This design comes from an exercise in tuning for small area, a short achievable clock period and few clock cycles per item on the open sky130 flow, not from production work.
In this exercise RTL edits were held to simulation tests only and were not proved equivalent to the original.

==> flow/design.v (excerpt) <==
module gcm_pipe (
    input  wire         clk,
    input  wire         rst,
    input  wire         start,
    output wire         start_ready,
    input  wire [255:0] key,
    input  wire [9:0]   circuit,
    input  wire [63:0]  frame_count,
    input  wire         epoch,
    input  wire         link_role,
    input  wire [19:0]  len_bytes,
    input  wire         in_valid,
    output wire         in_ready,
    input  wire [127:0] in_data,
    output wire         out_valid,
    input  wire         out_ready,
    output wire [127:0] out_data,
    output wire         out_last
);
For scale: ~18000 cells after synthesis, about 2400 flip-flops, about 620 I/O pins, ~170000 sq um of cells after synthesis.
export LEC_CHECK = 0
export ABC_AREA = 1
export CAP_MARGIN = 20
export CORE_MARGIN = 2
export CORE_UTILIZATION = 40
export PLACE_DENSITY = 0.5
export SETUP_SLACK_MARGIN = 5
export SLEW_MARGIN = 20
create_clock -name core_clock -period 10.0 [get_ports {clk}]
standard.sh (not shown) runs the stock make flow with config.mk's settings and CLKGATE_MAP_FILE= SYNTH_SCRIPT=/design/flow/synth_recipe.tcl, a recipe that flattens the netlist after the stock synthesis.
==> flow/flow/run.sh <==
#!/bin/bash
# Own layout flow: the standard flow (standard.sh), with these changes:
#  - Yosys's final technology mapping (its abc call) uses flow/abc.script, an
#    area-oriented ABC script, in place of ORFS's, and no 3-input XOR cells. That step does not touch
#    the registers, so they are the standard synthesis's, with the same names.
#  - up to 10 rounds of antenna repair after detailed routing (not 5);
#  - timing repair aims at a setup slack of 6.5 ns rather than 5 ns
#    (SETUP_SLACK_MARGIN), so the layout is pushed below a 5 ns period.
# Logs: synth.log (synthesis), layout.log (floorplan to final layout); ORFS's
# own logs are in orfs/logs.
set -euo pipefail
W=$(pwd)
cat > "$W/own_synth.tcl" <<EOF
proc abc {args} {
  set i [lsearch -exact \$args -script]
  if {\$i >= 0} {
    set args [lreplace \$args [expr {\$i + 1}] [expr {\$i + 1}] $W/flow/abc.script]
  }
  lappend args -dont_use sky130_fd_sc_hd__xor3_1 -dont_use sky130_fd_sc_hd__xor3_2 -dont_use sky130_fd_sc_hd__xor3_4
  lappend args -dont_use sky130_fd_sc_hd__xnor3_1 -dont_use sky130_fd_sc_hd__xnor3_2 -dont_use sky130_fd_sc_hd__xnor3_4
  puts "own flow: abc \$args"
  yosys abc {*}\$args
}
source $W/synth_recipe.tcl
EOF
sed "s#$W/synth_recipe.tcl#$W/own_synth.tcl#g; s/SETUP_SLACK_MARGIN=5 /SETUP_SLACK_MARGIN=6.5 MAX_REPAIR_ANTENNAS_ITER_DRT=10 /" standard.sh > own_standard.sh
grep -q own_synth.tcl own_standard.sh
grep -q "SETUP_SLACK_MARGIN=6.5 " own_standard.sh
bash own_standard.sh synth > synth.log 2>&1
grep -q "own flow: abc -script $W/flow/abc.script" orfs/logs/*/gcm_pipe/base/1_2_yosys.log
bash own_standard.sh > layout.log 2>&1
==> flow/flow/abc.script <==
&get -n
&st
&dch
&nf
&put
buffer -c
topo
stime -c
upsize -c
dnsize -c
Testbench counts at the start, summed over its fixed seeds: cycles 73,637, blocks 10,308.
Next try:
--- a/flow/flow/run.sh
+++ b/flow/flow/run.sh
@@ -1,8 +1,7 @@
 #!/bin/bash
-# Own layout flow: the standard flow (standard.sh), with these changes:
+# Own layout flow: the standard flow (standard.sh), with two changes:
 #  - Yosys's final technology mapping (its abc call) uses flow/abc.script, an
 #    area-oriented ABC script, in place of ORFS's, and no 3-input XOR cells. That step does not touch
 #    the registers, so they are the standard synthesis's, with the same names.
-#  - up to 10 rounds of antenna repair after detailed routing (not 5);
 #  - timing repair aims at a setup slack of 6.5 ns rather than 5 ns
 #    (SETUP_SLACK_MARGIN), so the layout is pushed below a 5 ns period.
@@ -24,5 +23,5 @@
 source $W/synth_recipe.tcl
 EOF
-sed "s#$W/synth_recipe.tcl#$W/own_synth.tcl#g; s/SETUP_SLACK_MARGIN=5 /SETUP_SLACK_MARGIN=6.5 MAX_REPAIR_ANTENNAS_ITER_DRT=10 /" standard.sh > own_standard.sh
+sed "s#$W/synth_recipe.tcl#$W/own_synth.tcl#g; s/SETUP_SLACK_MARGIN=5 /SETUP_SLACK_MARGIN=6.5 /" standard.sh > own_standard.sh
 grep -q own_synth.tcl own_standard.sh
 grep -q "SETUP_SLACK_MARGIN=6.5 " own_standard.sh
- CORE_UTILIZATION: 40 -> 42
- PLACE_DENSITY: 0.5 -> 0.52
Outcome: Now the flow completed, yet does not pass: antenna violations; global-route usage increases by 0.94 points; utilization increases by 2.0 points; sequential share of layout area increases by 0.32 points; routed wire length decreases by 1.8%; die area decreases by 4.7%; count of clock-buffer cells in the layout decreases by 15; cell area decreases by 0.99%; final cell count decreases by 1.2%; hold slack barely changes.

==> afterwards: timing with drivers on the ports <==
Ports are ideal in the flow. The routed layouts listed here were re-timed in OpenROAD.
Step 1, drivers: a clkbuf_16 drives clk and a buf_2 each remaining input, both assumed.
Step 2, shift: input delay + t, output delay - t, t = (earliest + latest rising clock arrival at the registers) / 2. This alone moves slack from input paths to output paths.
Three values: no drivers, after step 1, after step 2; two values: the first two.
run | t (ns) | setup slack, ns | hold slack, ns | worst setup path after step 2 | slew at the worst register clock pin (ns)
the first run | 1.038 | 6.334 / 6.334 / 6.063 | 0.417 / 0.417 / 0.417 | input to register | 0.07 / 0.07
the second run | 1.059 | 6.357 / 6.357 / 6.125 | 0.417 / 0.417 / 0.417 | input to register | 0.07 / 0.07
The setup slack of the first run, which loses most, moves by 0.000 ns with the drivers and by -0.271 ns with both steps.
